Background: an optimization exercise with open tools, aiming at small area. Do not read the settings as production practice. The RTL was checked by simulation tests, not by an equivalence proof against the original design. Power is estimated from default activity; no workload was simulated.

==> flow/design.v <==
module enc_filter (
    input  wire        clk,
    input  wire        rst,
    input  wire        line_in,    
    input  wire        hold,       
    input  wire [4:0]  filt,       
    output reg         level,      
    output wire        edge_now,   
    output reg  [4:0]  run_cnt     
);
    reg sync1, sync2;
    reg [5:0] run;
    reg [5:0] rc;
    reg [6:0] gc;                  
    integer i;
    always @(*) begin
        rc[0] = 1'b1;
        for (i = 0; i < 5; i = i + 1) begin
            run[i]  = run_cnt[i] ^ rc[i];
            rc[i+1] = run_cnt[i] & rc[i];
        end
        run[5] = rc[5];
        gc[0] = 1'b1;
        for (i = 0; i < 6; i = i + 1)
            gc[i+1] = (run[i] & ~(i < 5 ? filt[i] : 1'b0)) |
                      (gc[i] & (run[i] | ~(i < 5 ? filt[i] : 1'b0)));
    end
    wire diff = sync2 ^ level;
    assign edge_now = !hold && diff && gc[6];
    always @(posedge clk) begin
        if (rst) begin
            sync1   <= 1'b0;
            sync2   <= 1'b0;
            level   <= 1'b0;
            run_cnt <= 5'd0;
        end else begin
            sync1 <= line_in;
            sync2 <= sync1;
            if (hold || !diff || edge_now)
                run_cnt <= 5'd0;
            else
                run_cnt <= run[4:0];
            if (edge_now)
                level <= sync2;
        end
    end
endmodule
module enc_line_det (
    input  wire clk,
    input  wire rst,
    input  wire run_en,      
    input  wire low_in,      
    output wire fault,       
    output wire fault_new,   
    output wire fault_ev     
);
    reg       sync1, sync2;
    reg [7:0] cnt;
    wire run = run_en && sync2;
    assign fault     = run && (cnt[7:3] == 5'd25);    
    assign fault_new = run && (cnt == 8'd200);
    assign fault_ev  = (cnt == 8'd201);
    wire [7:0] cnt_inc;
    enc_incdec #(.W(8), .B(8)) u_inc (.a(cnt), .ci(cnt != 8'd202), .dn(1'b0),
                                      .s(cnt_inc), .co());
    always @(posedge clk) begin
        if (rst || !run)
            cnt <= 8'd0;
        else
            cnt <= cnt_inc;
        if (rst) begin
            sync1 <= 1'b0;
            sync2 <= 1'b0;
        end else begin
            sync1 <= low_in;
            sync2 <= sync1;
        end
    end
endmodule
module enc_incdec #(
    parameter W = 32,
    parameter B = 16
) (
    input  wire [W-1:0] a,
    input  wire         ci,
    input  wire         dn,
    output wire [W-1:0] s,
    output wire         co
);
    wire [W-1:0] t = a ^ {W{dn}};    
    wire [W:0]   c;
    assign c[0] = ci;
    genvar i;
    generate
        for (i = 0; i < W; i = i + 1) begin : g_bit
            if (i > 0 && i % B == 0) begin : g_la
                assign c[i] = ci & (&t[i-1:0]);
            end else if (i > 0) begin : g_rp
                assign c[i] = c[i-1] & t[i-1];
            end
            assign s[i] = a[i] ^ c[i];
        end
    endgenerate
    assign co = ci & (&t);
endmodule
module enc_sub #(
    parameter W = 25,
    parameter B = 6
) (
    input  wire [W-1:0] a,
    input  wire [W-1:0] b,
    output wire [W:0]   s
);
    wire [W-1:0] nb = ~b;
    wire [W-1:0] p  = a ^ nb;
    wire [W-1:0] g  = a & nb;
    wire [W:0]   c;
    assign c[0] = 1'b1;
    genvar i, k;
    generate
        for (i = 0; i < W; i = i + 1) begin : g_bit
            if (i > 0 && i % B == 0) begin : g_la
                wire [B:0] q;
                assign q[0] = 1'b0;
                for (k = 0; k < B; k = k + 1) begin : g_q
                    assign q[k+1] = g[i-B+k] | (p[i-B+k] & q[k]);
                end
                assign c[i] = q[B] | ((&p[i-1:i-B]) & c[i-B]);
            end else if (i > 0) begin : g_rp
                assign c[i] = g[i-1] | (p[i-1] & c[i-1]);
            end
            assign s[i] = p[i] ^ c[i];
        end
    endgenerate
    assign s[W] = ~(g[W-1] | (p[W-1] & c[W-1]));
endmodule
module enc_channel (
    input  wire        clk,
    input  wire        rst,             
    input  wire        a_in,            
    input  wire        b_in,
    input  wire        z_in,
    input  wire        a_low,           
    input  wire        b_low,
    input  wire        z_low,
    input  wire        en,              
    input  wire [1:0]  cfg_decode,      
    input  wire        cfg_invert,
    input  wire        cfg_z_en,
    input  wire        cfg_z_pol,
    input  wire        cfg_idx_check,
    input  wire        cfg_line_det,
    input  wire [7:0]  cfg_idx_tol,
    input  wire [4:0]  filt_a,          
    input  wire [4:0]  filt_b,
    input  wire [4:0]  filt_z,
    input  wire [24:0] rev_count,       
    input  wire [23:0] idx_exp,         
    input  wire [5:0]  flt_clr,         
    input  wire        cnt_clr,         
    output reg  [23:0] pos,             
    output reg  [31:0] rev,             
    output reg  [31:0] raw,             
    output reg  [31:0] qerr,            
    output reg  [23:0] idx_cap,         
    output reg  [31:0] idx_cnt,         
    output reg  [63:0] edge_till,       
    output reg  [31:0] edge_dt,         
    output reg  [5:0]  flt,             
    output reg         untrusted,       
    output reg         dir,
    output reg         hyst,
    output reg         ev_qburst,       
    output reg  [1:0]  ev_index,        
    output wire [2:0]  ev_line          
);
    localparam [17:0] WINDOW_M1 = 18'd199999;    
    integer i;
    reg  [63:0] till;
    wire [63:0] till_inc;
    enc_incdec #(.W(64), .B(16)) u_till (.a(till), .ci(1'b1), .dn(1'b0), .s(till_inc), .co());
    always @(posedge clk) begin
        if (rst) till <= 64'd0;
        else     till <= till_inc;
    end
    reg en_q;
    always @(posedge clk) begin
        if (rst) en_q <= 1'b0;
        else     en_q <= en;
    end
    wire start  = en && !en_q;         
    wire active = en && en_q;          
    wire clr    = rst || start;
    wire line_run = en && cfg_line_det;
    wire la_fault, lb_fault, lz_fault;
    wire la_new, lb_new, lz_new;
    enc_line_det u_lda (.clk(clk), .rst(rst), .run_en(line_run), .low_in(a_low),
                        .fault(la_fault), .fault_new(la_new), .fault_ev(ev_line[0]));
    enc_line_det u_ldb (.clk(clk), .rst(rst), .run_en(line_run), .low_in(b_low),
                        .fault(lb_fault), .fault_new(lb_new), .fault_ev(ev_line[1]));
    enc_line_det u_ldz (.clk(clk), .rst(rst), .run_en(line_run), .low_in(z_low),
                        .fault(lz_fault), .fault_new(lz_new), .fault_ev(ev_line[2]));
    wire       lev_a, lev_b, lev_z;
    wire       e_a, e_b, e_z;
    wire [4:0] rc_a, rc_b, rc_z;
    enc_filter u_fa (.clk(clk), .rst(rst), .line_in(a_in), .hold(la_fault), .filt(filt_a),
                     .level(lev_a), .edge_now(e_a), .run_cnt(rc_a));
    enc_filter u_fb (.clk(clk), .rst(rst), .line_in(b_in), .hold(lb_fault), .filt(filt_b),
                     .level(lev_b), .edge_now(e_b), .run_cnt(rc_b));
    enc_filter u_fz (.clk(clk), .rst(rst), .line_in(z_in), .hold(lz_fault), .filt(filt_z),
                     .level(lev_z), .edge_now(e_z), .run_cnt(rc_z));
    wire illegal = active && e_a && e_b;
    reg cnt_edge;      
    reg cnt_rev;       
    always @(*) begin
        cnt_edge = 1'b0;
        cnt_rev  = 1'b0;
        if (active && e_a && !e_b) begin
            case (cfg_decode)
                2'b00: begin
                    cnt_edge = !lev_b;
                    cnt_rev  = lev_a;            
                end
                2'b01, 2'b10: begin
                    cnt_edge = 1'b1;
                    cnt_rev  = (!lev_a) == lev_b;
                end
                default: cnt_edge = 1'b0;
            endcase
        end else if (active && e_b && !e_a) begin
            if (cfg_decode == 2'b10) begin
                cnt_edge = 1'b1;
                cnt_rev  = (!lev_b) != lev_a;
            end
        end
        cnt_rev = cnt_rev ^ cfg_invert;
    end
    wire [4:0] cnt_age = e_a ? rc_a : rc_b;
    reg  [4:0] st_lo;
    reg  [5:0] st_bw;
    always @(*) begin
        st_bw[0] = 1'b0;
        for (i = 0; i < 5; i = i + 1) begin
            st_lo[i]   = till[i] ^ cnt_age[i] ^ st_bw[i];
            st_bw[i+1] = (~till[i] & cnt_age[i]) | (st_bw[i] & ~(till[i] ^ cnt_age[i]));
        end
    end
    wire [58:0] st_hi;
    enc_incdec #(.W(59), .B(16)) u_sthi (.a(till[63:5]), .ci(st_bw[5]), .dn(1'b1),
                                         .s(st_hi), .co());
    wire [63:0] cnt_stamp = {st_hi, st_lo};
    reg dir_valid;            
    wire absorbed = cnt_edge && dir_valid && (cnt_rev != dir);
    wire counted  = cnt_edge && !absorbed;
    wire        pos_zero = (pos == 24'd0);
    wire        rev_wrap = counted && cnt_rev && pos_zero;
    wire [23:0] pos_op   = pos | ({24{rev_wrap}} & rev_count[23:0]);
    wire [23:0] pos_step;
    wire        pos_co;
    enc_incdec #(.W(24), .B(8)) u_pos (.a(pos_op), .ci(counted), .dn(cnt_rev),
                                       .s(pos_step), .co(pos_co));
    wire        fwd_wrap = counted && !cnt_rev && ({pos_co, pos_step} == rev_count);
    wire [23:0] pos_next = fwd_wrap ? 24'd0 : pos_step;
    wire        rev_step = fwd_wrap || rev_wrap;
    wire [31:0] rev_next, raw_next;
    enc_incdec #(.W(32), .B(16)) u_rev (.a(rev), .ci(rev_step), .dn(cnt_rev),
                                        .s(rev_next), .co());
    enc_incdec #(.W(32), .B(16)) u_raw (.a(raw), .ci(cnt_edge), .dn(cnt_rev),
                                        .s(raw_next), .co());
    wire [31:0] qerr_next;
    enc_incdec #(.W(32), .B(16)) u_qerr (.a(qerr), .ci(illegal && !(&qerr)), .dn(1'b0),
                                         .s(qerr_next), .co());
    reg  [32:0] dt_age;
    wire [32:0] dt_age_inc;
    enc_incdec #(.W(33), .B(11)) u_dta (.a(dt_age), .ci(!(dt_age[32] && dt_age[5])), .dn(1'b0),
                                        .s(dt_age_inc), .co());
    reg  [5:0] age_p1;
    reg  [5:0] ap_c;
    reg  [4:0] dt_lo;
    reg  [5:0] dt_bw;
    always @(*) begin
        ap_c[0] = 1'b1;
        for (i = 0; i < 5; i = i + 1) begin
            age_p1[i] = cnt_age[i] ^ ap_c[i];
            ap_c[i+1] = cnt_age[i] & ap_c[i];
        end
        age_p1[5] = ap_c[5];
        dt_bw[0] = 1'b0;
        for (i = 0; i < 5; i = i + 1) begin
            dt_lo[i]   = dt_age[i] ^ cnt_age[i] ^ dt_bw[i];
            dt_bw[i+1] = (~dt_age[i] & cnt_age[i]) | (dt_bw[i] & ~(dt_age[i] ^ cnt_age[i]));
        end
    end
    wire [27:0] dt_hi;
    wire        dt_neg;
    enc_incdec #(.W(28), .B(14)) u_dthi (.a(dt_age[32:5]), .ci(dt_bw[5]), .dn(1'b1),
                                         .s(dt_hi), .co(dt_neg));
    wire [31:0] dt_sat = dt_neg ? 32'd0 : dt_hi[27] ? 32'hFFFF_FFFF : {dt_hi[26:0], dt_lo};
    wire z_edge = active && e_z && cfg_z_en && (lev_z == cfg_z_pol);   
    wire [31:0] idx_inc;
    enc_incdec #(.W(32), .B(16)) u_icnt (.a(idx_cnt), .ci(z_edge && !(&idx_cnt)), .dn(1'b0),
                                         .s(idx_inc), .co());
    reg idx_pend;
    wire [24:0] d_sgn;
    enc_sub #(.W(24), .B(6)) u_dsub (.a(idx_cap), .b(idx_exp), .s(d_sgn));
    wire        d_s = d_sgn[24];
    wire [23:0] d_u = d_sgn[23:0] ^ {24{d_s}};
    reg [24:0] m1_c;          
    reg [25:0] m2_x, m2_y;    
    reg [26:0] m2_c;          
    always @(*) begin
        m1_c[0] = d_s;
        for (i = 0; i < 24; i = i + 1)
            m1_c[i+1] = (d_u[i] & ~(i < 8 ? cfg_idx_tol[i] : 1'b0)) |
                        (m1_c[i] & (d_u[i] | ~(i < 8 ? cfg_idx_tol[i] : 1'b0)));
        m2_y[0] = 1'b0;
        for (i = 0; i < 25; i = i + 1) begin
            m2_x[i]   = rev_count[i] ^ ~(i < 24 ? d_u[i] : 1'b0) ^ ~(i < 8 ? cfg_idx_tol[i] : 1'b0);
            m2_y[i+1] = (rev_count[i] & ~(i < 24 ? d_u[i] : 1'b0)) |
                        (rev_count[i] & ~(i < 8 ? cfg_idx_tol[i] : 1'b0)) |
                        (~(i < 24 ? d_u[i] : 1'b0) & ~(i < 8 ? cfg_idx_tol[i] : 1'b0));
        end
        m2_x[25] = 1'b0;
        m2_c[0] = ~d_s;
        for (i = 0; i < 26; i = i + 1)
            m2_c[i+1] = (m2_x[i] & m2_y[i]) | (m2_c[i] & (m2_x[i] | m2_y[i]));
    end
    wire mismatch = idx_pend && cfg_idx_check && m1_c[24] && m2_c[26];
    reg  [24:0] mv_mag;
    reg         mv_neg;
    wire track_missing = cfg_z_en && cfg_idx_check;
    wire mv_zero = (mv_mag == 25'd0);
    wire mv_ci   = track_missing && counted;
    wire [24:0] mv_step;
    enc_incdec #(.W(25), .B(13)) u_mv (.a(mv_mag), .ci(mv_ci), .dn(!mv_zero && (mv_neg != cnt_rev)),
                                       .s(mv_step), .co());
    reg [27:0] ms_x, ms_y;
    reg [28:0] ms_c;
    reg        ms_a, ms_b, ms_g;
    always @(*) begin
        ms_y[0] = 1'b1;
        for (i = 0; i < 27; i = i + 1) begin
            ms_a = (i >= 2) ? mv_mag[i-2] : 1'b0;
            ms_b = ~((i < 25) ? rev_count[i] : 1'b0);
            ms_g = ~((i >= 2 && i < 27) ? rev_count[i-2] : 1'b0);
            ms_x[i]   = ms_a ^ ms_b ^ ms_g;
            ms_y[i+1] = (ms_a & ms_b) | (ms_a & ms_g) | (ms_b & ms_g);
        end
        ms_x[27] = 1'b0;
        ms_c[0] = 1'b1;
        for (i = 0; i < 28; i = i + 1)
            ms_c[i+1] = (ms_x[i] & ms_y[i]) | (ms_c[i] & (ms_x[i] | ms_y[i]));
    end
    wire missing = active && track_missing && ms_c[28];
    reg [17:0] ill_r0, ill_r1, ill_r2;
    wire live0 = (ill_r0 != 18'd0);
    wire live2 = (ill_r2 != 18'd0);
    wire burst = illegal && live2;
    wire [17:0] r1_src = illegal ? ill_r0 : ill_r1;
    wire [17:0] r2_src = illegal ? ill_r1 : ill_r2;
    wire [17:0] r0_dec, r1_dec, r2_dec;
    enc_incdec #(.W(18), .B(9)) u_r0 (.a(ill_r0), .ci(live0), .dn(1'b1), .s(r0_dec), .co());
    enc_incdec #(.W(18), .B(9)) u_r1 (.a(r1_src), .ci(r1_src != 18'd0), .dn(1'b1), .s(r1_dec), .co());
    enc_incdec #(.W(18), .B(9)) u_r2 (.a(r2_src), .ci(r2_src != 18'd0), .dn(1'b1), .s(r2_dec), .co());
    wire [5:0] flt_set  = {missing, mismatch, lz_new, lb_new, la_new, burst};
    wire [5:0] flt_next = (flt & ~flt_clr) | flt_set;
    wire quiet = !illegal && !live0;
    wire untrusted_set = burst || la_new || lb_new;
    wire untrusted_clr = (flt_next[2:0] == 3'b000) && quiet;
    always @(posedge clk) begin
        dt_age <= counted ? {27'd0, age_p1} : dt_age_inc;
        if (rst) begin
            idx_cnt   <= 32'd0;
            flt       <= 6'd0;
            ev_qburst <= 1'b0;
            ev_index  <= 2'd0;
        end else begin
            flt       <= flt_next;
            ev_qburst <= burst;
            ev_index  <= {missing, mismatch};
            idx_cnt   <= cnt_clr ? {31'd0, z_edge} : idx_inc;
        end
        if (clr) begin
            pos       <= 24'd0;
            rev       <= 32'd0;
            raw       <= 32'd0;
            qerr      <= 32'd0;
            idx_cap   <= 24'd0;
            edge_till <= 64'd0;
            edge_dt   <= 32'hFFFF_FFFF;
            dir       <= 1'b0;
            hyst      <= 1'b0;
            dir_valid <= 1'b0;
            mv_mag    <= 25'd0;
            idx_pend  <= 1'b0;
            ill_r0    <= 18'd0;
            ill_r1    <= 18'd0;
            ill_r2    <= 18'd0;
        end else begin
            pos  <= pos_next;
            rev  <= rev_next;
            raw  <= raw_next;
            qerr <= qerr_next;
            if (cnt_edge) begin
                dir  <= cnt_rev;
                hyst <= absorbed;
            end
            if (counted) begin
                dir_valid <= 1'b1;
                edge_till <= cnt_stamp;
                edge_dt   <= dir_valid ? dt_sat : 32'hFFFF_FFFF;
            end
            idx_pend <= z_edge;
            if (z_edge)
                idx_cap <= pos_next;
            if (z_edge || missing)
                mv_mag <= 25'd0;
            else
                mv_mag <= mv_step;
            if (mv_ci && mv_zero)
                mv_neg <= cnt_rev;
            ill_r0 <= illegal ? WINDOW_M1 : r0_dec;
            ill_r1 <= r1_dec;
            ill_r2 <= r2_dec;
        end
        if (rst)
            untrusted <= 1'b0;
        else if (start || untrusted_set)
            untrusted <= untrusted_set;
        else if (untrusted_clr)
            untrusted <= 1'b0;
    end
endmodule
==> flow/run.sh <==
#!/bin/bash
# synth_recipe.tcl (not shown) runs the flow's synth.tcl, then flattens the netlist and writes it again
# the make line also repeats each setting of config.mk as NAME=value (left out here)
make -C /OpenROAD-flow-scripts/flow DESIGN_CONFIG=/design/flow/config.mk WORK_HOME=/design/flow/orfs CLKGATE_MAP_FILE= SYNTH_SCRIPT=/design/flow/synth_recipe.tcl finish
==> flow/config.mk <==
export PLATFORM = sky130hd
export DESIGN_NAME = enc_channel
export DESIGN_NICKNAME = enc_channel
export VERILOG_FILES = /design/flow/design.v
export SDC_FILE = /design/flow/constraint.sdc
export NUM_CORES = 4
export LEC_CHECK = 0
export CAP_MARGIN = 20
export CORE_MARGIN = 2
export CORE_UTILIZATION = 65
export CTS_BUF_LIST = sky130_fd_sc_hd__clkbuf_4
export SLEW_MARGIN = 20
==> flow/constraint.sdc <==
create_clock -name core_clock -period 13.0 [get_ports {clk}]
set_input_delay 2.6000 -clock core_clock [delete_from_list [all_inputs] [get_ports {clk}]]
set_output_delay 2.6000 -clock core_clock [all_outputs]
set_load 0.01 [all_outputs]
==> qor.yml, run 1 <==
slew_viol_final: 0
cp_slowest_stage_delay_ps: 530
synth_edf_count: 1
grt_max_degree: 108
crit_path_start_kind: "input pin"
fillCellCount: 3011
min_period_ps: 10540
power.internal_mw: 2.778
p_leak_nw: 14.65
yosys_warnings: 3
drive_gt1_share_pct: 7.409
yosys-top-cells-area: "dfxtp_1 36%, ha_1 15%, nor2_1 4.5%"
dpl.hpwl_um: 58100
dp.cells: 4064
hold_viol_final: 0
clkPwrFrac_pct: 36.3
synth_area_um2: 29140
hold-worst-slack_ps: 441.1
swShare_pct: 29.45
crit_slowest_cell: "fa_1"
maxCapViolCount: 0
io_buffers: 381
place_congestion: 0.9671
first_pass_iters: 6
final.setup_skew_ps: 65.07
cts_buffer_depth: 3
worst_ep_arrival_time_ps: 11470
yosysSeqAreaShare_pct: 35.62
coreArea_um2: 44220
yosysTopAreaCell: "dfxtp_1"
die_x_um: 215.7
seqPwrFrac_pct: 43.9
crit_fanout: 22
hold_path.class: "reg -> reg"
viasPerCell: 5.883
mappedNetlistNets: 3742
grt_pass1_vias: 25400
worst_slew_pin_slew_ps: 1164
die_h_um: 215.7
combPwrFrac_pct: 19.7
ios: 382
cts_hold_buf: 0
dieArea_um2: 46540
status: "no timing/DRC/antenna violations"
ys_async_sr_fraction_pct: 0
stdcell_count: 4296
cts_tree: "built"
synth_most_common_cell: "dfxtp_1"
ys_types: 82
cts_root_buffer: "clkbuf_4"
drt-initial-drc-count: 2013
clock-sinks: 518
rows: 77
antenna_found_initial: 5
worst_path_most_repeated_cell: "fa_1"
peakVddDrop_v: 0.0001039
setup_viol: 0
max_slew_margin_pct: 20.38
synth_seq_cells: 518
crit_path_start: "idx_exp[0]"
grt_overflow: 0
drc: 0
yosys-top-cells-count: "517 x dfxtp_1, 357 x ha_1, 347 x nor2_1"
synth_area_per_cell_um2: 9.019
clk_latency_ps: 980
p_per_area_nw_per_um2: 112.5
routedWlPerCell_um: 18.41
fin_crit_sh_pct: 81.08
synth_cells: 3231
wirelength_um: 79090
area_growth_pct: 20.07
rsz0062_at_grt: "false"
synth_top_area_share_pct: 35.52
vias: 25280
worst_setup_path_end_kind: "flop"
synthFlopType: "dfxtp_1"
cts_resized: 0
detail-route-antenna-nets: 0
grt_usage_pct: 34.15
postCtsSetupRepairBufs: 0
net-switching-power_mw: 1.160
start_util_pct: 65.90
required_ps: 13930
clk_pin_slew_ps: 90
r2r_start: "idx_cap[0]"
setup_tns_ps: 0
htree_levels: 4
min-delay-start: "u_lda.sync1"
nets: 4123
worstSetupPathType: "in -> reg"
cts_buffers: 137
grt_pass1_wl_um: 128700
max_freq_mhz: 94.87
## flip-flops by register name, summed over array words and instances (netlist names), 6 cells and up
signal,count
mv_mag,25
idx_cap,24
raw,32
edge_dt,32
rev,32
till,64
u_lda.cnt,8
flt,6
pos,24
qerr,32
ill_r2,18
u_ldz.cnt,8
ill_r1,18
edge_till,64
idx_cnt,32
ill_r0,18
u_ldb.cnt,8
dt_age,33
## worst max-delay path: cells and delay by family
kind,cells,cell delay [ps]
adders and majority gates,11,4250
AOI/OAI and AO/OA,15,3050
buffers and inverters,3,840
xor gates and xnor gates,2,500
and+or+nand+nor,3,220
## final cells by class
class	instances	area, um2	share of cell area, %
Antenna cell	6	15.01	0.04291
Clock buffer	194	1456	4.162
Clock inverter	31	227.7	0.6508
Inverter	218	818.3	2.339
Multi-Input combinational cell	2335	17360	49.62
Sequential cell	518	10380	29.67
Tap cell	592	740.7	2.117
Timing Repair Buffer	402	3989	11.40
## placed cells by master, fill, tap and decap left out, types with 89 or more instances in the layout
master           synthesis  routed
dfxtp_1                517     517
nor2_1                 347     346
ha_1                   357     357
inv_1                  217     217
clkdlybuf4s50_1          0     380
xnor2_1                120     119
nand2_1                153     153
clkbuf_4                 0     194
nor2b_1                 94      94
a21oi_1                189     188
and2_1                 119     119
o21ai_0                 90      89
## final timing paths
path                               endpoint  slack [ps]  cells past startpoint
worst max register to register       flt[4]        4240                     32
worst max-delay path                 flt[4]        2460                     34
worst min-delay path            u_lda.sync2         440                      1
worst min register to register  u_lda.sync2         440                      1
## power by group through the flow
stage	clock network, mW	registers (mW)	logic [mW]
final	1.43	1.73	0.777
after CTS	1.46	1.73	0.771
after global placement	0	1.76	0.714
after floorplan	0	1.74	0.546
after global routing	1.54	1.74	0.890
after detailed placement	0	1.76	0.764
## stage by stage
stage / setup slack (ps) / power [mW] / util (%) / instance area (um2)
6_report: 2459 / 3.938 / 79.12 / 34990
3_5_place_dp: 1499 / 2.527 / 75.22 / 33260
4_1_cts: 2584 / 3.961 / 79.03 / 34950
2_1_floorplan: 2332 / 2.290 / - / 29140
3_3_place_gp: 1733 / 2.472 / 75.22 / 33260
5_1_grt: 1999 / 4.169 / 79.11 / 34980
## logic make-up after synthesis
group / after synthesis / share of synthesized area [%]
adder cells (fa/ha/maj): 429 / 19.84
buffers and inverters: 378 / 4.998
flip-flops: 518 / 35.62
multiplexers: 70 / 2.529
AO/OA/AOI/OAI: 548 / 11.97
AND/OR/NAND/NOR: 1103 / 19.37
XOR/XNOR: 185 / 5.672
## routing by layer
metal / track usage (%) / share of wire, %
met3: 9.655 / 8.9
met5: 0 / 0
met2: 55.83 / 47
met4: 15.98 / 3.6
met1: 41.68 / 41
==> run 2, diff against run 1 <==
--- a/flow/config.mk
+++ b/flow/config.mk
@@ -9,4 +9,3 @@
 export CORE_MARGIN = 2
-export CORE_UTILIZATION = 65
-export CTS_BUF_LIST = sky130_fd_sc_hd__clkbuf_4
+export CORE_UTILIZATION = 40
 export SLEW_MARGIN = 20
==> run 2 against run 1 <==
  * Still clean on timing, DRC and antenna
  * Via count decreased by 6.3%
  * Synthesized cell count stayed put
  * Cell count is 5.5% higher
  * Flip-flop and latch count did not move
  * Worst hold slack worse by 8.9 ps
  * Global-route usage is 14 points lower
  * Register-to-register slack improved by 150 ps
  * Utilization fell by 29 points
  * Sequential power barely moved
  * Clock power rose by 19%
  * Setup slack got worse by 190 ps
  * Critical endpoint unchanged
==> qor.yml, run 2 <==
yosys-top-cells-count: "517 x dfxtp_1, 357 x ha_1, 347 x nor2_1"
cts_tree: "built"
required_ps: 13500
hold-worst-slack_ps: 432.2
mostFrequentLayoutCells: "517 x dfxtp_1, 380 x clkdlybuf4s50_1, 357 x ha_1"
p_leak_nw: 14.62
synth_area_per_cell_um2: 9.019
postCtsSetupRepairBufs: 0
status: "no timing/DRC/antenna violations"
drive_gt1_share_pct: 4.721
grt_overflow: 0
final.setup_skew_ps: 33.95
p_per_area_nw_per_um2: 116.3
synth_top_area_share_pct: 35.52
crit_fanout: 28
worst_setup_path_end_kind: "flop"
cts_resized: 0
placed_cell_area_um2: 33740
post-place-ws_ps: 1646
nets: 4046
final_cell_area_um2: 35730
coreArea_um2: 71850
io_buffers: 381
mappedNetlistNets: 3742
largestRegisters: "edge_till (64), till (64), dt_age (33)"
setup_tns_ps: 0
cts_buffers: 60
grt_max_degree: 104
rows: 98
peakVddDrop_v: 0.00009630
die_x_um: 273.9
grt_pass1_vias: 22620
drc: 0
clk_latency_ps: 640
fin_crit_sh_pct: 82.55
viasPerCell: 5.223
crit_path_start_kind: "input pin"
max_slew_margin_pct: 28.05
worst_ep_arrival_time_ps: 11230
htree_levels: 2
ios: 382
synthFlopType: "dfxtp_1"
yosys_warnings: 3
synth_area_um2: 29140
place_congestion: 0.9062
clock-sinks: 518
die_h_um: 273.9
ys_async_sr_fraction_pct: 0
rsz0062_at_grt: "false"
clk_pin_slew_ps: 60
worstSetupPathType: "in -> reg"
stdcell_count: 4533
slew_viol_final: 0
yosysTopAreaCell: "dfxtp_1"
crit_slowest_cell: "fa_1"
yosys-top-cells-area: "dfxtp_1 36%, ha_1 15%, nor2_1 4.5%"
dpl.hpwl_um: 57520
synth_seq_cells: 518
dieArea_um2: 75030
drt-initial-drc-count: 1627
synth_edf_count: 1
min_period_ps: 10730
maxCapViolCount: 0
hold_path.class: "reg -> reg"
r2r_slack_ps: 4390
yosysSeqAreaShare_pct: 35.62
detail-route-antenna-nets: 0
routedWlPerCell_um: 17.18
worst_path_most_repeated_cell: "fa_1"
cts_root_buffer: "clkbuf_16"
max_freq_mhz: 93.18
synth_most_common_cell: "dfxtp_1"
cts_buffer_depth: 3
setup_viol: 0
ys_types: 82
cp_slowest_stage_delay_ps: 490
area_growth_pct: 22.61
finish.utilization_pct: 49.72
cts_hold_buf: 0
final_common_cell: "dfxtp_1"
dp.cells: 4423
first_pass_iters: 5
wirelength_um: 77900
vias: 23680
hold_viol_final: 0
grt_pass1_wl_um: 124500
worst_slew_pin_slew_ps: 1078
total_power_mw: 4.156
timing.final.ws_setup_ps: 2268
start_util_pct: 40.56
grt_usage_pct: 20.53
synth_cells: 3231
antenna_found_initial: 14
==> run 2: cell families after synthesis <==
| logic type | share of synthesized area (%) |
|---|---|
| mux | 2.529 |
| flops | 35.62 |
| fa+ha+maj | 19.84 |
| compound gates | 11.97 |
| xor+xnor | 5.672 |
| buf+inv | 4.998 |
| simple gates | 19.37 |
==> run 2: layout make-up <==
class | count | area [um2]
inverters | 218 | 818.3
fillers | 6883 | 36130
flip-flops and latches | 518 | 10380
clock inverters | 20 | 219.0
well taps | 950 | 1189
multi-input cells | 2335 | 17380
clock buffers | 87 | 1764
repair buffers | 402 | 3969
diodes | 3 | 7.507
==> run 2: worst max-delay path: cells and delay by family <==
kind | cells | cell delay [ps]
adder cells (fa/ha/maj) | 13 | 4490
buffers and inverters | 3 | 800
AND/OR/NAND/NOR | 4 | 250
XOR/XNOR | 1 | 210
AO/OA/AOI/OAI | 16 | 2860
==> run 2: path summary, 6_finish.rpt <==
check	start	endpoint	cells after the start
max	idx_exp[0]	flt[4]	37
min	u_fa.sync1	u_fa.sync2	1
max reg2reg	idx_cap[0]	flt[4]	35
min reg2reg	u_fa.sync1	u_fa.sync2	1
==> run 2: layer usage <==
| layer | vias up | track usage, % | part of all wire [%] |
|---|---|---|---|
| met5 | - | 0 | 0.19 |
| met4 | 22 | 5.549 | 2.4 |
| met2 | 592 | 33.03 | 45 |
| li1 | 11930 | - | - |
| met1 | 11000 | 27.74 | 46 |
| met3 | 136 | 4.475 | 6.8 |
==> run 2: report_power, final <==
| part | switching (mW) | internal [mW] | leakage, nW |
|---|---|---|---|
| sequential | 0.0533 | 1.67 | 4.18 |
| clock | 0.699 | 0.996 | 0.973 |
| combinational | 0.399 | 0.333 | 9.46 |
==> run 3, diff against run 2 <==
--- a/flow/design.v
+++ b/flow/design.v
@@ -111,2 +111,3 @@
     input  wire [W-1:0] b,
+    input  wire         ci,
     output wire [W:0]   s
@@ -117,3 +118,3 @@
     wire [W:0]   c;
-    assign c[0] = 1'b1;
+    assign c[0] = ci;
     genvar i, k;
@@ -304,8 +305,9 @@
     wire [24:0] d_sgn;
-    enc_sub #(.W(24), .B(6)) u_dsub (.a(idx_cap), .b(idx_exp), .s(d_sgn));
+    enc_sub #(.W(24), .B(6)) u_dsub (.a(idx_cap), .b(idx_exp), .ci(1'b1), .s(d_sgn));
     wire        d_s = d_sgn[24];
     wire [23:0] d_u = d_sgn[23:0] ^ {24{d_s}};
+    wire [25:0] d_w;
+    enc_sub #(.W(25), .B(5)) u_dwrap (.a(rev_count), .b({1'b0, d_u}), .ci(!d_s), .s(d_w));
     reg [24:0] m1_c;          
-    reg [25:0] m2_x, m2_y;    
-    reg [26:0] m2_c;          
+    reg [8:0]  m2_c;          
     always @(*) begin
@@ -315,15 +317,7 @@
                         (m1_c[i] & (d_u[i] | ~(i < 8 ? cfg_idx_tol[i] : 1'b0)));
-        m2_y[0] = 1'b0;
-        for (i = 0; i < 25; i = i + 1) begin
-            m2_x[i]   = rev_count[i] ^ ~(i < 24 ? d_u[i] : 1'b0) ^ ~(i < 8 ? cfg_idx_tol[i] : 1'b0);
-            m2_y[i+1] = (rev_count[i] & ~(i < 24 ? d_u[i] : 1'b0)) |
-                        (rev_count[i] & ~(i < 8 ? cfg_idx_tol[i] : 1'b0)) |
-                        (~(i < 24 ? d_u[i] : 1'b0) & ~(i < 8 ? cfg_idx_tol[i] : 1'b0));
-        end
-        m2_x[25] = 1'b0;
-        m2_c[0] = ~d_s;
-        for (i = 0; i < 26; i = i + 1)
-            m2_c[i+1] = (m2_x[i] & m2_y[i]) | (m2_c[i] & (m2_x[i] | m2_y[i]));
+        m2_c[0] = 1'b0;
+        for (i = 0; i < 8; i = i + 1)
+            m2_c[i+1] = (d_w[i] & ~cfg_idx_tol[i]) | (m2_c[i] & (d_w[i] | ~cfg_idx_tol[i]));
     end
-    wire mismatch = idx_pend && cfg_idx_check && m1_c[24] && m2_c[26];
+    wire mismatch = idx_pend && cfg_idx_check && m1_c[24] && (m2_c[8] || (d_w[24:8] != 17'd0));
     reg  [24:0] mv_mag;
@@ -354,15 +348,20 @@
     wire missing = active && track_missing && ms_c[28];
-    reg [17:0] ill_r0, ill_r1, ill_r2;
+    reg  [17:0] ill_r0, ill_r1, ill_r2;
+    reg  [1:0]  ill_p;
     wire live0 = (ill_r0 != 18'd0);
+    wire live1 = (ill_r1 != 18'd0);
     wire live2 = (ill_r2 != 18'd0);
-    wire burst = illegal && live2;
-    wire [17:0] r1_src = illegal ? ill_r0 : ill_r1;
-    wire [17:0] r2_src = illegal ? ill_r1 : ill_r2;
+    wire live_old = ill_p[1] ? live2 : ill_p[0] ? live1 : live0;
+    wire live_new = ill_p[1] ? live1 : ill_p[0] ? live0 : live2;
+    wire burst = illegal && live_old;
+    wire ld0 = illegal && (ill_p == 2'd0);
+    wire ld1 = illegal && (ill_p == 2'd1);
+    wire ld2 = illegal && ill_p[1];
     wire [17:0] r0_dec, r1_dec, r2_dec;
     enc_incdec #(.W(18), .B(9)) u_r0 (.a(ill_r0), .ci(live0), .dn(1'b1), .s(r0_dec), .co());
-    enc_incdec #(.W(18), .B(9)) u_r1 (.a(r1_src), .ci(r1_src != 18'd0), .dn(1'b1), .s(r1_dec), .co());
-    enc_incdec #(.W(18), .B(9)) u_r2 (.a(r2_src), .ci(r2_src != 18'd0), .dn(1'b1), .s(r2_dec), .co());
+    enc_incdec #(.W(18), .B(9)) u_r1 (.a(ill_r1), .ci(live1), .dn(1'b1), .s(r1_dec), .co());
+    enc_incdec #(.W(18), .B(9)) u_r2 (.a(ill_r2), .ci(live2), .dn(1'b1), .s(r2_dec), .co());
     wire [5:0] flt_set  = {missing, mismatch, lz_new, lb_new, la_new, burst};
     wire [5:0] flt_next = (flt & ~flt_clr) | flt_set;
-    wire quiet = !illegal && !live0;
+    wire quiet = !illegal && !live_new;
     wire untrusted_set = burst || la_new || lb_new;
@@ -398,2 +397,3 @@
             ill_r2    <= 18'd0;
+            ill_p     <= 2'd0;
         end else begin
@@ -421,5 +421,7 @@
                 mv_neg <= cnt_rev;
-            ill_r0 <= illegal ? WINDOW_M1 : r0_dec;
-            ill_r1 <= r1_dec;
-            ill_r2 <= r2_dec;
+            ill_r0 <= ld0 ? WINDOW_M1 : r0_dec;
+            ill_r1 <= ld1 ? WINDOW_M1 : r1_dec;
+            ill_r2 <= ld2 ? WINDOW_M1 : r2_dec;
+            if (illegal)
+                ill_p <= ill_p[1] ? 2'd0 : ill_p + 2'd1;
         end
==> flow/flow/run.sh (new file) <==
#!/bin/bash
# The standard layout, with buf_1 port buffers. Each step's log is in
# orfs/logs/.
set -euo pipefail
export BUFFER_PORTS_ARGS="-buffer_cell sky130_fd_sc_hd__buf_1"
bash standard.sh > standard.log 2>&1
==> flow/standard.sh (new file) <==
#!/bin/bash
# synth_recipe.tcl (not shown) runs the flow's synth.tcl, then flattens the netlist and writes it again
# the make line also repeats each setting of config.mk as NAME=value (left out here)
make -C /OpenROAD-flow-scripts/flow DESIGN_CONFIG=/design/flow/config.mk WORK_HOME=/design/flow/orfs CLKGATE_MAP_FILE= SYNTH_SCRIPT=/design/flow/synth_recipe.tcl "${@:-finish}"
--- a/flow/config.mk
+++ b/flow/config.mk
@@ -9,3 +9,3 @@
 export CORE_MARGIN = 2
-export CORE_UTILIZATION = 40
+export CORE_UTILIZATION = 55
 export SLEW_MARGIN = 20
removed: flow/run.sh
==> run 3 against run 2 <==
  * Worst hold slack better by 3.8 ps
  * Clock power hardly changed
  * Cell count shrank 5.3%
  * Synthesized cell count is 0.19% higher
  * Non-clock buffer count rose by 10
  * Synthesized area up 1.1%
  * Final area fell by 6.3%
  * Critical path depth rose by 9
  * Via count increased by 3.1%
==> qor.yml, run 3 <==
status: "no timing/DRC/antenna violations"
final.setup_skew_ps: 36.40
die_h_um: 235.5
drc: 0
clk_latency_ps: 630
clock-sinks: 520
whs_path_depth: 1
final_common_cell: "dfxtp_1"
start_util_pct: 55.85
peakVddDrop_v: 0.0001628
wirelength_um: 76290
detail-route-antenna-nets: 0
synth_edf_count: 1
max_freq_mhz: 81.01
postCtsSetupRepairBufs: 0
wl_met1_um: 32490
mappedNetlistNets: 3762
max_slew_margin_pct: 25.36
synth_most_common_cell: "dfxtp_1"
maxCapViolCount: 0
grt_max_degree: 100
antenna_found_initial: 5
r2r_slack_ps: 2470
p_leak_nw: 13.66
cts_buffer_depth: 3
cp_slowest_stage_delay_ps: 430
hold_path.class: "reg -> reg"
nets: 4087
yosys_warnings: 3
setup_viol: 0
hold-worst-slack_ps: 436.1
drive_gt1_share_pct: 5.160
yosysSeqAreaShare_pct: 35.36
io_buffers: 381
coreArea_um2: 52760
clk_pin_slew_ps: 70
worst_ep_arrival_time_ps: 12850
area_growth_pct: 13.60
worst_slew_pin_slew_ps: 1120
first_pass_iters: 5
p_per_area_nw_per_um2: 125.8
viasPerCell: 5.683
routedWlPerCell_um: 17.76
fin_crit_sh_pct: 94.96
cts_tree: "built"
required_ps: 13510
ys_types: 101
min_period_ps: 12340
finish.utilization_pct: 63.45
worst_setup_path_end_kind: "flop"
ff2ff_path_depth: 44
ys_async_sr_fraction_pct: 0
ios: 382
drt-initial-drc-count: 1389
dieArea_um2: 55440
slew_viol_final: 0
worst_path_most_repeated_cell: "fa_1"
dr_wl_met2_um: 37170
yosys-top-cells-count: "519 x dfxtp_1, 361 x ha_1, 280 x nor2_1"
grt_usage_pct: 27.06
worstSetupPathType: "in -> reg"
hold_viol_final: 0
cts_buffers: 55
cts_root_buffer: "clkbuf_16"
synthFlopType: "dfxtp_1"
synth_top_area_share_pct: 35.26
rows: 84
place_congestion: 0.9309
setup_tns_ps: 0
synth_area_per_cell_um2: 9.103
total_power_mw: 4.212
vias: 24410
grt_pass1_vias: 23540
grt_pass1_wl_um: 123100
synth_seq_cells: 520
rsz0062_at_grt: "false"
grt_overflow: 0
die_x_um: 235.5
highest_layer: "met5"
crit_slowest_cell: "fa_1"
yosysTopAreaCell: "dfxtp_1"
synth_area_um2: 29470
mostFrequentLayoutCells: "519 x dfxtp_1, 380 x buf_1, 361 x ha_1"
htree_levels: 2
largestRegisters: "edge_till (64), till (64), dt_age (33)"
crit_path_start_kind: "input pin"
yosys-top-cells-area: "dfxtp_1 35%, ha_1 15%, fa_1 4.7%"
crit_fanout: 3
synth_cells: 3237
dpl.hpwl_um: 57610
route.met3.wl_um: 4324
-- run 3: worst paths after layout --
kind         startpoint    endpoint
max reg2reg  idx_cap[0]      flt[4]
max          idx_exp[0]      flt[4]
min reg2reg  u_fb.sync1  u_fb.sync2
min          u_fb.sync1  u_fb.sync2
-- run 3: layout make-up --
cell class              instances  area [um2]
fillers                      4553       19290
multi-input cells            2320       17610
flip-flops and latches        520       10420
repair buffers                412        1683
clock buffers                  74        1549
inverters                     253       949.7
well taps                     688       860.8
clock inverters                26       399.1
diodes                          2       5.005
-- run 3: kinds of logic (layout without fill, tap and decap cells) --
family,count (synthesis),after routing,share of synthesized area [%]
buffers and inverters,397,765,5.193
AO/OA/AOI/OAI,567,567,12.83
adder cells (fa/ha/maj),445,445,20.53
flip-flops,520,520,35.36
multiplexers,18,18,0.6454
AND/OR/NAND/NOR,1093,1093,19.21
XOR/XNOR,197,197,6.229
other,0,2,0
-- run 3: per-stage QoR --
step	worst slack, ps	instance area, um2	instances
6_report	655.5	33470	4295
5_1_grt	18.42	33470	4293
4_1_cts	460.5	33430	4292
3_5_place_dp	-187.1	31480	4192
3_3_place_gp	-29.02	31480	4192
2_1_floorplan	32.79	29470	3237
-- run 3: what timing repair did --
action,CTS,global route
setup endpoints to repair,0,2
resized for setup,0,7
hold buffers,0,0
-- run 3: per-layer routing --
metal  global-route usage [%]  vias to the layer above
li1                         -                    12020
met1                    33.89                    11690
met2                    46.92                      550
met3                    5.171                      140
met4                    8.666                        6
met5                        0                        -
-- run 3: report_power, final --
group | internal, mW | switching [mW] | total, mW
Clock | 1.01 | 0.668 | 1.68
Combinational | 0.359 | 0.429 | 0.788
Sequential | 1.69 | 0.0515 | 1.74
Total | 3.06 | 1.15 | 4.21
-- run 3: critical path, delay by kind of cell --
kind	cells	cell delay, ps
adders and majority gates	13	4920
AOI/OAI and AO/OA	22	4110
and+or+nand+nor	7	750
xor gates and xnor gates	2	310
buffers and inverters	2	170
==> run 4, diff against run 3 <==
==> flow/flow/run.sh (replaced) <==
#!/bin/bash
# The standard layout, with buf_1 port buffers and a clock tree of
# clkbuf_8 leaves without dummy loads. Each step's log is in orfs/logs/.
set -euo pipefail
export BUFFER_PORTS_ARGS="-buffer_cell sky130_fd_sc_hd__buf_1"
export CTS_ARGS="-sink_clustering_enable -repair_clock_nets -dont_use_dummy_load -buf_list sky130_fd_sc_hd__clkbuf_8 -sink_clustering_size 16 -sink_clustering_max_diameter 80"
bash standard.sh > standard.log 2>&1
==> run 4 against run 3 <==
  * Utilization down 2.6 points
  * Via count decreased by 1.4%
  * Fmax decreased by 0.30%
  * Synthesized area unchanged
  * Wire length fell by 1.3%
  * Still clean
  * Combinational power is essentially flat
  * Setup slack worse by 38 ps
  * Clock-buffer cell count shrank 33
  * Die area unchanged
  * Largest power group unchanged
==> qor.yml, run 4 <==
fillCellCount: 4736
final_cell_area_um2: 32090
yosys-top-cells-area: "dfxtp_1 35%, ha_1 15%, fa_1 4.7%"
ios: 382
max_freq_mhz: 80.76
synth_edf_count: 1
cts_root_buffer: "clkbuf_8"
required_ps: 13460
first_pass_iters: 5
cts_buffers: 41
synth_top_area_share_pct: 35.26
final.setup_skew_ps: 100.8
yosysTopAreaCell: "dfxtp_1"
peakVddDrop_v: 0.00009014
synth_cells: 3237
hold_path.class: "reg -> reg"
die_h_um: 235.5
synth_area_per_cell_um2: 9.103
largestRegisters: "edge_till (64), till (64), dt_age (33)"
yosysSeqAreaShare_pct: 35.36
status: "no timing/DRC/antenna violations"
synth_seq_cells: 520
io_buffers: 381
total_power_mw: 3.323
cts_hold_buf: 0
min_period_ps: 12380
clk_latency_ps: 650
yosys_warnings: 3
dieArea_um2: 55440
clk_pin_slew_ps: 100
die_x_um: 235.5
drt-initial-drc-count: 1372
synth_area_um2: 29470
final_common_cell: "dfxtp_1"
start_util_pct: 55.85
place_congestion: 0.9309
hold_viol_final: 0
grt_usage_pct: 26.72
htree_levels: 2
mappedNetlistNets: 3762
cts_buffer_depth: 3
use_met1_pct: 33.78
crit_slowest_cell: "fa_1"
stdcell_count: 4237
fin_crit_sh_pct: 95.25
routedWlPerCell_um: 17.77
grt-busiest-layer: "met2"
slew_viol_final: 0
met3_usage_pct: 5.335
clock-sinks: 520
coreArea_um2: 52760
cts_tree: "built"
post-place-ws_ps: -187.1
wirelength_um: 75310
grt_pass1_vias: 23160
area_growth_pct: 8.913
synthFlopType: "dfxtp_1"
placed_cell_area_um2: 31480
detail-route-antenna-nets: 0
drc: 0
drive_gt1_share_pct: 3.864
viasPerCell: 5.680
max_slew_margin_pct: 27.16
synth_most_common_cell: "dfxtp_1"
maxCapViolCount: 0
timing.final.ws_setup_ps: 618.0
worst_slew_pin_slew_ps: 1093
antenna_found_initial: 6
vias: 24070
worst_ep_arrival_time_ps: 12840
multiInputGateArea_um2: 17610
dp.cells: 4192
use_met2_pct: 46.09
rows: 84
grt_overflow: 0
mostFrequentLayoutCells: "519 x dfxtp_1, 380 x buf_1, 361 x ha_1"
crit_path_start_kind: "input pin"
worstSetupPathType: "in -> reg"
ys_types: 101
dpl.hpwl_um: 57610
grt_max_degree: 100
yosys-top-cells-count: "519 x dfxtp_1, 361 x ha_1, 280 x nor2_1"
worst_path_most_repeated_cell: "fa_1"
seq_area_um2: 10420
cp_slowest_stage_delay_ps: 430
setup_viol: 0
p_leak_nw: 13.00
p_per_area_nw_per_um2: 103.5
worst_setup_path_end_kind: "flop"
grt_pass1_wl_um: 121700
setup_tns_ps: 0
ys_async_sr_fraction_pct: 0
crit_fanout: 3
nets: 4073
r2r_slack_ps: 2410
-- run 4: cell counts after synthesis --
Identical to the previous run, type by type.
-- run 4: final cells by class --
cell class              instances  area share [%]
inverters                     253           2.959
clock buffers                  41           1.758
multi-input cells            2320           54.87
repair buffers                412           5.244
flip-flops and latches        520           32.47
diodes                          3         0.02339
well taps                     688           2.682
-- run 4: repair_timing --
| item | in CTS | in global routing |
|---|---|---|
| setup endpoints to repair | 0 | 2 |
| resized for setup | 0 | 7 |
| hold endpoints to repair | 0 | 0 |
| buffers inserted | 0 | 0 |
-- run 4: cells by family (layout without fill, tap and decap cells) --
kind of cell               count (synthesis)  after routing  synth area share (%)
and+or+nand+nor                         1093           1093                 19.21
AOI/OAI and AO/OA                        567            567                 12.83
DFF                                      520            520                 35.36
adders and majority gates                445            445                 20.53
buffers and inverters                    397            706                 5.193
xor gates and xnor gates                 197            197                 6.229
muxes                                     18             18                0.6454
other                                      0              3                     0
-- run 4: worst paths after layout --
check	startpoint	endpoint	cells after the start
max reg2reg	idx_cap[0]	flt[4]	44
min reg2reg	idx_pend	ev_index[0]	2
min	idx_pend	ev_index[0]	2
max	idx_exp[0]	flt[4]	46
-- run 4: where the power goes --
part	internal (mW)	switching [mW]
Sequential	1.69	0.0514
Clock	0.283	0.516
Combinational	0.359	0.426
-- run 4: worst max-delay path, delay by kind of cell --
kind / cells / cell delay (ps)
AO/OA/AOI/OAI: 22 / 4110
XOR/XNOR: 2 / 310
adder cells (fa/ha/maj): 13 / 4920
buffers and inverters: 2 / 170
AND/OR/NAND/NOR: 7 / 740
-- run 4: layer usage --
metal / vias to the layer above / share of wire [%]
met5: - / 0.088
met4: 10 / 3.0
li1: 11930 / -
met2: 537 / 48
met1: 11450 / 43
met3: 140 / 5.7
-- run 4: metrics by stage --
stage	hold WS (ps)	utilization (%)
4_1_cts	423.9	60.74
6_report	412.8	60.83
2_1_floorplan	413.8	-
3_5_place_dp	425.1	59.67
5_1_grt	449.7	60.81
3_3_place_gp	417.9	59.67
==> run 5, diff against run 4 <==
--- a/flow/config.mk
+++ b/flow/config.mk
@@ -9,3 +9,3 @@
 export CORE_MARGIN = 2
-export CORE_UTILIZATION = 55
+export CORE_UTILIZATION = 70
 export SLEW_MARGIN = 20
==> run 5 against run 4 <==
  * Synthesized cell count stayed put
  * Via count rose by 2.4%
  * Sequential power hardly changed
  * Cell count decreased by 3.7%
  * Clock-buffer cell count decreased by 2
  * Die area fell by 21%
  * Critical path depth is the same
  * Final area shrank 0.87%
  * Largest cell class unchanged
  * Critical endpoint unchanged
  * Fmax hardly changed
  * Highest routed layer unchanged
  * Wire length shrank 0.70%
==> qor.yml, run 5 <==
status: "no timing/DRC/antenna violations"
yosys-top-cells-area: "dfxtp_1 35%, ha_1 15%, fa_1 4.7%"
cts_buffer_depth: 3
cts_tree: "built"
wl_met1_um: 30300
grt_pass1_wl_um: 121800
first_pass_iters: 7
crit_path_start_kind: "input pin"
worst_slew_pin_slew_ps: 1072
grt_usage_pct: 33.84
worst_setup_path_end_kind: "flop"
cts_buffers: 39
start_util_pct: 70.56
mostFrequentLayoutCells: "519 x dfxtp_1, 380 x buf_1, 361 x ha_1"
postCtsSetupRepairBufs: 0
antenna_found_initial: 4
cts_resized: 0
p_leak_nw: 12.96
hold_path.class: "reg -> reg"
io_buffers: 381
die_h_um: 209.2
ys_async_sr_fraction_pct: 0
yosysTopAreaCell: "dfxtp_1"
dr_wl_met2_um: 36470
die_x_um: 209.2
wirelength_um: 74780
crit_buf_inv: 2
crit_fanout: 3
synth_area_um2: 29470
min-delay-start: "u_fz.sync1"
highest_layer: "met5"
final_cell_area_um2: 31810
max_freq_mhz: 80.69
synth_most_common_cell: "dfxtp_1"
synth_area_per_cell_um2: 9.103
clk_latency_ps: 660
setup_viol: 0
worstSetupPathType: "in -> reg"
rows: 75
dpl.hpwl_um: 56460
dp.cells: 4039
route.met3.wl_um: 4708
timing.final.ws_setup_ps: 607.2
grt_overflow: 0
synth_top_family_by_area: "adder cells"
grt_max_degree: 99
worst_ep_arrival_time_ps: 12920
post-place-ws_ps: -282.3
clock-sinks: 520
clk_pin_slew_ps: 110
cts_root_buffer: "clkbuf_8"
synth_xor_area_share_pct: 6.229
coreArea_um2: 41760
synth-adder-area-share_pct: 20.53
synthFlopType: "dfxtp_1"
area_growth_pct: 7.961
dieArea_um2: 43750
min_period_ps: 12390
maxCapViolCount: 0
crit_path_start: "idx_exp[0]"
ys_types: 101
synth_cells: 3237
cp_slowest_stage_delay_ps: 430
required_ps: 13520
largestRegisters: "edge_till (64), till (64), dt_age (33)"
stdcell_count: 4081
synth_top_area_share_pct: 35.26
final_common_cell: "dfxtp_1"
worst_path_most_repeated_cell: "fa_1"
finish.utilization_pct: 76.18
hold_viol_final: 0
cts_hold_buf: 0
drive_gt1_share_pct: 3.589
detail-route-antenna-nets: 0
place_congestion: 0.9275
slew_viol_final: 0
hold-worst-slack_ps: 448.3
nets: 4066
synth_edf_count: 1
drc: 0
fin_crit_sh_pct: 95.33
routedWlPerCell_um: 18.32
crit_family: "adder cells"
final.setup_skew_ps: 66.48
r2r_start: "idx_cap[0]"
viasPerCell: 6.039
peakVddDrop_v: 0.00009572
yosysSeqAreaShare_pct: 35.36
max_slew_margin_pct: 28.52
yosys_warnings: 3
mappedNetlistNets: 3762
htree_levels: 2
p_per_area_nw_per_um2: 104.7
synth_seq_cells: 520
synth_simple_gate_area_share_pct: 19.21
yosys-top-cells-count: "519 x dfxtp_1, 361 x ha_1, 280 x nor2_1"
ios: 382
synth_mux_area_share_pct: 0.6454
rsz0062_at_grt: "false"
drt-initial-drc-count: 1819
grt_pass1_vias: 24560
synth_compound_area_share_pct: 12.83
crit_slowest_cell: "fa_1"
placed_cell_area_um2: 31260
vias: 24650
run 5: cell counts after synthesis:
No cell type changed its count.
run 5: layout make-up:
class                           instances  area, um2
Antenna cell                            3      7.507
Clock buffer                           39      536.8
Fill cell                            3074       9946
Inverter                              253      949.7
Multi-Input combinational cell       2320      17590
Sequential cell                       520      10420
Tap cell                              539      674.4
Timing Repair Buffer                  407       1633
run 5: report_power, final:
group	switching, mW	internal (mW)
registers	0.0563	1.69
logic	0.441	0.364
clock network	0.511	0.270
total	1.01	2.32
run 5: cell families after synthesis:
group | after synthesis
AND/OR/NAND/NOR | 1093
flip-flops | 520
XOR/XNOR | 197
buffers and inverters | 397
AO/OA/AOI/OAI | 567
adder cells (fa/ha/maj) | 445
multiplexers | 18
run 5: per-layer routing:
metal	track usage, %	up-vias
met5	0	-
met4	14.43	2
met3	6.357	212
met2	59.16	774
met1	40.80	11760
li1	-	11900
run 5: worst paths after layout:
| check | to | slack (ps) | depth (start not counted) |
|---|---|---|---|
| hold reg to reg | u_fz.sync2 | 450 | 1 |
| setup reg to reg | flt[4] | 2380 | 44 |
| setup / recovery | flt[4] | 610 | 46 |
| hold / removal | u_fz.sync2 | 450 | 1 |
run 5: metrics by stage:
stage               total power [mW]  setup TNS [ps]
floorplan                      2.362               0
global placement               2.492          -26.69
detailed placement             2.579          -409.3
CTS                            3.347               0
global route                   3.549               0
finish                         3.330               0
==> run 6, diff against run 5 <==
--- a/flow/config.mk
+++ b/flow/config.mk
@@ -7,2 +7,3 @@
 export LEC_CHECK = 0
+export ABC_AREA = 1
 export CAP_MARGIN = 20
==> run 6 against run 5 <==
  * Still clean on timing, DRC and antenna
  * Critical path depth down 4
  * Cell count up 12%
  * Wire length down 0.73%
  * Die area about the same
  * Final area down 0.22%
  * Clock power down 2%
  * Synthesized cell count up 14%
  * Fmax up 8.6%
  * Register-to-register slack better by 1000 ps
==> qor.yml, run 6 <==
rsz0062_at_grt: "false"
hold-worst-slack_ps: 417.5
mostFrequentLayoutCells: "648 x inv_1, 519 x dfxtp_1, 447 x nand2_1"
p_leak_nw: 14.13
drc: 0
stdcell_count: 4561
crit_fanout: 23
fin_crit_sh_pct: 87.78
hold_path.class: "reg -> reg"
worst_path_most_repeated_cell: "fa_1"
synth_cells: 3695
synth_edf_count: 1
synth_most_common_cell: "inv_1"
fillCellCount: 3229
detail-route-antenna-nets: 0
synth_top_area_share_pct: 35.29
die_x_um: 209.1
routedWlPerCell_um: 16.28
worstSetupPathType: "in -> reg"
hold_viol_final: 0
antenna_found_initial: 13
viasPerCell: 5.549
worst_ep_arrival_time_ps: 11870
p_per_area_nw_per_um2: 108.0
cts_tree: "built"
swShare_pct: 31.54
cp_slowest_stage_delay_ps: 430
die_h_um: 209.1
min_period_ps: 11410
grt_max_degree: 89
cts_root_buffer: "clkbuf_8"
drive_gt1_share_pct: 3.711
mappedNetlistNets: 4220
yosys-top-cells-area: "dfxtp_1 35%, ha_1 15%, inv_1 8.3%"
postCtsSetupRepairBufs: 0
final_cell_area_um2: 31740
crit_path_start_kind: "input pin"
dpl.hpwl_um: 58290
crit_slowest_cell: "fa_1"
power.internal_mw: 2.348
vias: 25310
cts_resized: 0
rows: 75
dp.cells: 4515
max_freq_mhz: 87.63
synth_area_per_cell_um2: 7.967
grt_pass1_wl_um: 120800
clock-sinks: 520
grt_overflow: 0
peakVddDrop_v: 0.00009625
drt-initial-drc-count: 1573
final_common_cell: "inv_1"
largestRegisters: "edge_till (64), till (64), dt_age (33)"
yosys-top-cells-count: "650 x inv_1, 519 x dfxtp_1, 449 x nand2_1"
area_growth_pct: 7.833
cts_buffers: 38
net-switching-power_mw: 1.082
maxCapViolCount: 0
place_congestion: 0.9641
yosys_warnings: 3
dieArea_um2: 43710
seq_area_um2: 10420
slew_viol_final: 0
setup_tns_ps: 0
worst_setup_path_end_kind: "flop"
synthFlopType: "dfxtp_1"
io_buffers: 381
placed_cell_area_um2: 31180
clk_pin_slew_ps: 100
yosysTopAreaCell: "dfxtp_1"
status: "no timing/DRC/antenna violations"
cts_buffer_depth: 3
grt_pass1_vias: 25200
yosysSeqAreaShare_pct: 35.40
seqPwrFrac_pct: 51.9
ios: 382
worst_slew_pin_slew_ps: 961.2
coreArea_um2: 41760
htree_levels: 2
max_slew_margin_pct: 35.85
clkPwrFrac_pct: 22.3
grt_usage_pct: 33.75
ys_async_sr_fraction_pct: 0
wirelength_um: 74240
cts_hold_buf: 0
final.setup_skew_ps: 86.64
ys_types: 72
required_ps: 13460
timing.final.ws_setup_ps: 1588
first_pass_iters: 6
combPwrFrac_pct: 25.9
synth_seq_cells: 520
synth_area_um2: 29440
multiInputGateArea_um2: 16070
post-place-ws_ps: 1031
setup_viol: 0
start_util_pct: 70.50
nets: 4542
clk_latency_ps: 660
[run 6: path summary, 6_finish.rpt]
| check | from | endpoint | slack, ps | cells after the start |
|---|---|---|---|---|
| hold / removal | u_fa.sync1 | u_fa.sync2 | 420 | 2 |
| hold reg to reg | u_fa.sync1 | u_fa.sync2 | 420 | 2 |
| setup / recovery | idx_exp[0] | flt[4] | 1590 | 42 |
| setup reg to reg | idx_cap[0] | flt[4] | 3410 | 40 |
[run 6: worst max-delay path, delay by kind of cell]
| kind | cells | cell delay, ps |
|---|---|---|
| AOI/OAI and AO/OA | 18 | 3020 |
| and+or+nand+nor | 7 | 860 |
| xor gates and xnor gates | 1 | 130 |
| adders and majority gates | 12 | 4600 |
| buffers and inverters | 4 | 650 |
[run 6: area by class of cell]
| class | count | area share [%] |
|---|---|---|
| antenna | 7 | 0.05518 |
| clock buffer | 38 | 1.648 |
| inverter | 663 | 7.851 |
| multi-input combinational | 2401 | 50.62 |
| sequential | 520 | 32.82 |
| tap | 539 | 2.124 |
| timing repair buffer | 393 | 4.876 |
[run 6: routing by layer]
layer	share of wire, %	up-vias	global-route usage (%)
li1	-	12520	-
met1	40	11850	39.21
met2	50	683	60.92
met3	4.8	246	4.824
met4	5.3	12	16.53
met5	0.11	-	0
[run 6: per-stage QoR]
step / total power [mW] / utilization [%]
after floorplan: 2.454 / -
after CTS: 3.452 / 75.91
final: 3.429 / 76.02
after global routing: 3.672 / 76.01
after detailed placement: 2.701 / 74.66
after global placement: 2.615 / 74.63
[run 6: logic make-up (layout without fill, tap and decap cells)]
logic type	count (synthesis)	in the layout	share of synthesized area, %
compound gates	569	569	10.37
xor+xnor	138	138	4.297
fa+ha+maj	430	430	20.04
buf+inv	774	1094	10.07
flops	520	520	35.40
other cells	0	7	0
simple gates	1264	1264	19.84
[run 6: power by group through the flow]
stage / Clock [mW] / Combinational, mW / Sequential, mW
after floorplan: 0 / 0.658 / 1.80
after global placement: 0 / 0.807 / 1.81
after detailed placement: 0 / 0.886 / 1.81
after CTS: 0.781 / 0.893 / 1.78
after global routing: 0.831 / 1.05 / 1.79
final: 0.764 / 0.887 / 1.78
==> run 7, diff against run 6 <==
--- a/flow/config.mk
+++ b/flow/config.mk
@@ -10,3 +10,3 @@
 export CORE_MARGIN = 2
-export CORE_UTILIZATION = 70
+export CORE_UTILIZATION = 80
 export SLEW_MARGIN = 20
==> run 7 against run 6 <==
  * Still clean on timing, DRC and antenna
  * Clock skew is 37 ps lower
  * Worst hold slack got worse by 22 ps
  * Total power rose by 3.6%
  * Critical path depth did not move
  * Critical path type unchanged
  * Critical endpoint unchanged
  * Largest power group unchanged
==> qor.yml, run 7 <==
cts_resized: 0
min_period_ps: 11250
crit_path_start_kind: "input pin"
swShare_pct: 33.26
worst_slew_pin_slew_ps: 1109
coreArea_um2: 36430
cts_root_buffer: "clkbuf_8"
hold_viol_final: 0
synth_most_common_cell: "inv_1"
setup_tns_ps: 0
die_x_um: 195.8
nets: 4542
drc: 0
clk_latency_ps: 660
rows: 70
mostFrequentLayoutCells: "649 x inv_1, 519 x dfxtp_1, 447 x nand2_1"
p_leak_nw: 14.13
detail-route-antenna-nets: 0
final.setup_skew_ps: 50.13
dr_wl_met2_um: 42750
p_per_area_nw_per_um2: 112.3
post-place-ws_ps: 1031
synth_seq_cells: 520
slew_viol_final: 0
highest_layer: "met4"
routedWlPerCell_um: 19.95
worstSetupPathType: "in -> reg"
cts_buffer_depth: 3
power.internal_mw: 2.371
synth_cells: 3695
grt_pass1_wl_um: 140600
max_slew_margin_pct: 25.98
yosysTopAreaCell: "dfxtp_1"
worst_setup_path_end_kind: "flop"
clk_pin_slew_ps: 110
net-switching-power_mw: 1.182
synth_edf_count: 1
start_util_pct: 80.80
cts_hold_buf: 0
hold_path.class: "reg -> reg"
grt_max_degree: 124
wl_met1_um: 30760
yosys_warnings: 3
grt_usage_pct: 45.80
cts_buffers: 39
cts_tree: "built"
mappedNetlistNets: 4220
die_h_um: 195.8
io_buffers: 381
max_freq_mhz: 88.86
synthFlopType: "dfxtp_1"
r2r_slack_ps: 3550
yosys-top-cells-count: "650 x inv_1, 519 x dfxtp_1, 449 x nand2_1"
synth_area_um2: 29440
largestRegisters: "edge_till (64), till (64), dt_age (33)"
htree_levels: 2
antenna_found_initial: 10
postCtsSetupRepairBufs: 0
rsz0062_at_grt: "false"
maxCapViolCount: 0
place_congestion: 0.9746
drt-initial-drc-count: 2547
crit_fanout: 23
ys_async_sr_fraction_pct: 0
wirelength_um: 89610
yosys-top-cells-area: "dfxtp_1 35%, ha_1 15%, inv_1 8.3%"
ys_types: 72
route.met3.wl_um: 8021
grt_overflow: 0
seqPwrFrac_pct: 50.3
timing.final.ws_setup_ps: 1747
status: "no timing/DRC/antenna violations"
final_common_cell: "inv_1"
clock-sinks: 520
dieArea_um2: 38350
cp_slowest_stage_delay_ps: 430
clkPwrFrac_pct: 22.5
combPwrFrac_pct: 27.2
worst_path_most_repeated_cell: "fa_1"
first_pass_iters: 9
grt_pass1_vias: 28260
worst_ep_arrival_time_ps: 11730
yosysSeqAreaShare_pct: 35.40
drive_gt1_share_pct: 3.711
dpl.hpwl_um: 60940
synth_area_per_cell_um2: 7.967
viasPerCell: 6.227
ios: 382
vias: 27970
peakVddDrop_v: 0.0001220
crit_slowest_cell: "fa_1"
area_growth_pct: 7.493
synth_top_area_share_pct: 35.29
fin_crit_sh_pct: 86.56
required_ps: 13480
setup_viol: 0
==> run 7: final timing paths <==
kind | from | end | cells after the start
setup / recovery | idx_exp[0] | flt[4] | 42
hold reg to reg | u_fb.sync1 | u_fb.sync2 | 2
setup reg to reg | idx_cap[0] | flt[4] | 40
hold / removal | u_fb.sync1 | u_fb.sync2 | 2
==> run 7: layout make-up <==
type	instances	area, um2
Sequential cell	520	10420
Tap cell	468	585.6
Clock buffer	39	536.8
Timing Repair Buffer	392	1520
Antenna cell	8	20.02
Fill cell	1845	4791
Inverter	663	2492
Multi-Input combinational cell	2401	16070
==> run 7: critical path: cells and delay by family <==
kind,cells,cell delay [ps]
buffers and inverters,4,640
and+or+nand+nor,7,810
AOI/OAI and AO/OA,18,2930
xor gates and xnor gates,1,130
adders and majority gates,12,4590
==> run 7: kinds of logic after synthesis <==
family | share of synthesized area [%]
and+or+nand+nor | 19.84
buffers and inverters | 10.07
AOI/OAI and AO/OA | 10.37
DFF | 35.40
adders and majority gates | 20.04
xor gates and xnor gates | 4.297
==> run 7: power groups by stage <==
stage	Combinational [mW]	Clock [mW]	Sequential, mW
after floorplan	0.658	0	1.80
after global placement	0.800	0	1.81
after detailed placement	0.910	0	1.81
after CTS	0.950	0.785	1.78
after global routing	1.10	0.839	1.80
final	0.967	0.800	1.79
==> run 7: layer usage <==
metal / GRT usage, % / vias to the layer above
met5: 0 / -
met2: 78.52 / 1879
met3: 9.403 / 661
met4: 35.19 / 0
met1: 49.96 / 12900
li1: - / 12530
==> run 7: metrics by stage <==
step | total power, mW | std cells | cell area (um2) | utilization (%) | hold slack [ps]
after global placement | 2.607 | 4444 | 31080 | 85.31 | 393.8
after detailed placement | 2.725 | 4444 | 31080 | 85.31 | 397.9
after floorplan | 2.454 | 3695 | 29440 | - | 388.3
after global routing | 3.730 | 4490 | 31640 | 86.84 | 426.3
final | 3.553 | 4491 | 31640 | 86.85 | 395.3
after CTS | 3.517 | 4483 | 31620 | 86.79 | 402.0

==> re-timing with driven ports <==
How much do the figures lean on ideal ports? The routed layouts below were timed once more, with nothing changed but the port constraints. Step 1 (the two cells are an assumption about what drives the block):
set clk [get_ports {clk}]
set_driving_cell -lib_cell sky130_fd_sc_hd__clkbuf_16 $clk
set_driving_cell -lib_cell sky130_fd_sc_hd__buf_2 [delete_from_list [all_inputs] $clk]
Step 2 times the ports against the registers' clock, not the clock port: input delays grow and output delays shrink by t, the midpoint of the rising clock arrivals with the driver on. a / b / c = ideal / step 1 / step 2; a / b = the first two.
| run | t, ns | setup WS [ns] | hold slack, ns | slew at the worst register clock pin (ns) |
|---|---|---|---|---|
| run 1 | 1.000 | 2.459 / 2.486 / 1.486 | 0.441 / 0.441 / 0.441 | 0.09 / 0.09 |
| run 2 | 0.680 | 2.268 / 2.285 / 1.605 | 0.432 / 0.432 / 0.432 | 0.07 / 0.07 |
| run 3 | 0.673 | 0.656 / 0.692 / 0.019 | 0.436 / 0.436 / 0.436 | 0.07 / 0.07 |
| run 4 | 0.659 | 0.618 / 0.658 / -0.002 | 0.413 / 0.413 / 0.413 | 0.10 / 0.10 |
| run 5 | 0.683 | 0.607 / 0.636 / -0.048 | 0.448 / 0.448 / 0.448 | 0.11 / 0.11 |
| run 6 | 0.671 | 1.588 / 1.620 / 0.948 | 0.417 / 0.417 / 0.417 | 0.10 / 0.10 |
| run 7 | 0.692 | 1.747 / 1.780 / 1.088 | 0.395 / 0.395 / 0.395 | 0.11 / 0.11 |
Met with ideal ports but missed after step 2: setup timing in run 4 and run 5. For run 1, which loses most, drivers alone change the setup slack by +0.027 ns; drivers and shift together by -0.973 ns.
